What follows belongs to an exercise in optimizing a design on an open flow for small area, a short achievable clock period and few clock cycles; a production flow would make more cautious choices.
Only simulation tests tie the RTL to the original design; equivalence was not proved.
Power figures rest on the tool's default switching activity, not on a simulated workload.

// cmp_coder
module cmp_coder (
    input  wire        clk,
    input  wire        rst,
    input  wire        in_valid,
    output wire        in_ready,
    input  wire [15:0] in_x,
    input  wire [15:0] in_nb,
    input  wire [8:0]  cfg_nwords,
    input  wire [2:0]  cfg_avg,
    input  wire [3:0]  cfg_k,
    input  wire [7:0]  cfg_a,
    input  wire [7:0]  cfg_b,
    input  wire [7:0]  cfg_c,
    input  wire [9:0]  cfg_neighbour,
    input  wire        cfg_nb_use,
    output reg         out_valid,
    input  wire        out_ready,
    output reg  [31:0] out_data,
    output reg         out_last,
    output wire [23:0] out_bits,
    output wire [8:0]  out_escapes,
    output wire [63:0] out_header,
    output reg         out_coded
);
    function [15:0] wmask;
        input [2:0] avg;
        case (avg)
            3'd0: wmask = 16'h0FFF;
            3'd1: wmask = 16'h1FFF;
            3'd2: wmask = 16'h3FFF;
            3'd3: wmask = 16'h7FFF;
            default: wmask = 16'hFFFF;
        endcase
    endfunction
    wire adv;         
    wire adv0;        
    wire hold0;
    reg        v0, first0, last0;
    reg [15:0] x0, nb0;
    reg [7:0]  a0, b0, c0;
    reg [3:0]  k0;
    reg [2:0]  avg0;
    reg [9:0]  nbr0;
    reg [8:0]  n0;
    reg [8:0]  cnt;
    reg [15:0] hx1, hx2;
  ...
Size: about 4600 cells after synthesis, ~0.043 mm² of cells after synthesis.
clock: 15.0 ns
lec_check: 0
cap_margin: 20
core_margin: 2
core_utilization: 40
slew_margin: 20
standard.sh (not shown) runs the stock make flow with config.mk's settings and CLKGATE_MAP_FILE= SYNTH_SCRIPT=/design/flow/synth_recipe.tcl, a recipe that flattens the netlist after the stock synthesis.
==> flow/flow/run.sh <==
#!/bin/bash
set -euo pipefail
cd "$(dirname "$0")/.."
MARGIN=$(cat flow/margin.txt)
bash standard.sh SETUP_SLACK_MARGIN=$MARGIN TNS_END_PERCENT=100 finish > flow_make.log 2>&1
==> flow/flow/margin.txt <==
10.5
Testbench counts at the start, summed over its fixed seeds: cycles 24,457.
Change:
--- a/flow/design.v
+++ b/flow/design.v
@@ -26,32 +26,32 @@
         input [2:0] avg;
         case (avg)
             3'd0: wmask = 16'h0FFF;
             3'd1: wmask = 16'h1FFF;
             3'd2: wmask = 16'h3FFF;
             3'd3: wmask = 16'h7FFF;
             default: wmask = 16'hFFFF;
         endcase
     endfunction
-    wire adv;         
-    wire adv0;        
-    wire hold0;
+    reg  adv;         
+    reg  adv0;        
+    reg  adv0_o;      
     reg        v0, first0, last0;
     reg [15:0] x0, nb0;
     reg [7:0]  a0, b0, c0;
     reg [3:0]  k0;
     reg [2:0]  avg0;
     reg [9:0]  nbr0;
     reg [8:0]  n0;
     reg [8:0]  cnt;
     reg [15:0] hx1, hx2;
     reg        lastpend;
-    assign in_ready = adv0;
+    assign in_ready = adv0_o;
     wire in_fire  = in_valid && adv0 && !rst;
     wire [15:0] imask  = wmask(cfg_avg);
     wire        ifirst = (cnt == 9'd0);
     wire [8:0]  cnt1   = cnt + 9'd1;
     wire        ilast  = (cnt1 == cfg_nwords);
     always @(posedge clk) begin
         if (rst) begin
             v0  <= 1'b0;
             cnt <= 9'd0;
@@ -245,23 +245,20 @@
     wire [16:0] bnext = (first3 ? 17'd0 : bacc) + {8'd0, len3};
     wire [8:0]  enext = (first3 ? 9'd0 : eacc) + {8'd0, esc3};
     reg  [31:0] acc;
     reg  [4:0]  p;
     reg         flush;
     reg         kv, k_last;
     reg  [31:0] k_data;
     wire        run      = !kv;
     wire [5:0]  pr       = {1'b0, p} + {1'b0, rC[4:0]};
-    wire        longstep = (rC[8:5] != 4'd0) | pr[5];
+    reg         longstep;     
     wire        consume  = run && vC && (flush ? !lastC : !longstep);
-    assign adv   = !vC || consume;
-    assign hold0 = v0 && last0 && lastpend;
-    assign adv0  = adv && !hold0;
     wire [4:0]  pe   = flush ? 5'd0 : p;
     wire [31:0] ae   = flush ? 32'd0 : acc;
     wire [4:0]  qpos = flush ? 5'd0 : pr[4:0];
     wire [31:0] omsk = (32'hFFFFFFFF << pe) & ~(32'hFFFFFFFF << qpos);
     wire [63:0] comb = {32'd0, ae | omsk} | ({32'd0, sC} << qpos);
     wire [6:0]  tpos = {2'd0, qpos} + {1'b0, lsC};
     reg         em_v, em_last;
     reg  [31:0] em_d;
     reg  [31:0] acc_n;
@@ -368,10 +365,35 @@
                 esc_o  <= enext;
             end
         end
         if (adv0 && v0 && last0) begin
             hdr  <= {nbr0, c0, b0, a0, 2'b00, k0};
             rawr <= rawn;
         end
         out_coded <= codw < {4'd0, rawr};
     end
+    wire        vC_n    = adv ? v3 : vC;
+    wire        lastC_n = adv ? last3 : lastC;
+    wire [8:0]  rC_n    = adv ? rlen :
+                          (run && vC && !flush && longstep) ? r_n : rC;
+    wire [5:0]  pr_n    = {1'b0, p_n} + {1'b0, rC_n[4:0]};
+    wire        ls_n    = (rC_n[8:5] != 4'd0) | pr_n[5];
+    wire        kv_n    = kv ? (out_valid && !out_ready) : (em_v && out_valid && !out_ready);
+    wire        adv_n   = !vC_n || (!kv_n && (flush_n ? !lastC_n : !ls_n));
+    wire        v0_n    = in_fire || (v0 && !adv0);
+    wire        last0_n = in_fire ? ilast : last0;
+    wire        lp_n    = (adv0 && v0 && last0) || (lastpend && !(otake && out_last));
+    wire        adv0_n  = adv_n && !(v0_n && last0_n && lp_n);
+    always @(posedge clk) begin
+        if (rst) begin
+            adv      <= 1'b1;
+            adv0     <= 1'b1;
+            adv0_o   <= 1'b1;
+            longstep <= 1'b0;
+        end else begin
+            adv      <= adv_n;
+            adv0     <= adv0_n;
+            adv0_o   <= adv0_n;
+            longstep <= ls_n;
+        end
+    end
 endmodule
Outcome: Power is lower by a few percent. Design area is higher slightly. Worst hold slack hardly moves. Final cell count is higher slightly. Non-clock buffer count is higher by 34. Wire length is higher by a few percent. Die area is higher slightly. Worst setup slack improved by 1.1 ns. Clock-buffer cell count is lower by 2. Utilization is higher by 0.52 points. Synthesized cell count stays flat.
Testbench counts after the change, summed over its fixed seeds: cycles 24,457.

-- port drivers added, routing unchanged --
Ports are ideal in the flow. The routed layouts listed here were re-timed in OpenROAD.
Step 1, drivers: a clkbuf_16 drives clk and a buf_2 each remaining input, both assumed.
Step 2 moves the port delays by t, midway between the first and last clock arrival at a register: inputs arrive t later, outputs are due t later. That takes back most of the time a late clock gives input paths.
a / b / c = no drivers / after step 1 / after step 2; a / b = the first two.
| run | shift t [ns] | setup slack, ns | latest minus earliest clock arrival (ns) | cell pins on the clock port's net |
|---|---|---|---|---|
| the first run | 0.719 | 9.191 / 9.120 / 9.674 | 0.040 / 0.040 | 1 |
| the second run | 0.722 | 10.337 / 10.337 / 9.763 | 0.048 / 0.049 | 1 |
After both steps setup and hold are still met in every run listed. The setup slack of the second run, which loses most, moves by 0.000 ns with the drivers and by -0.574 ns with both steps.
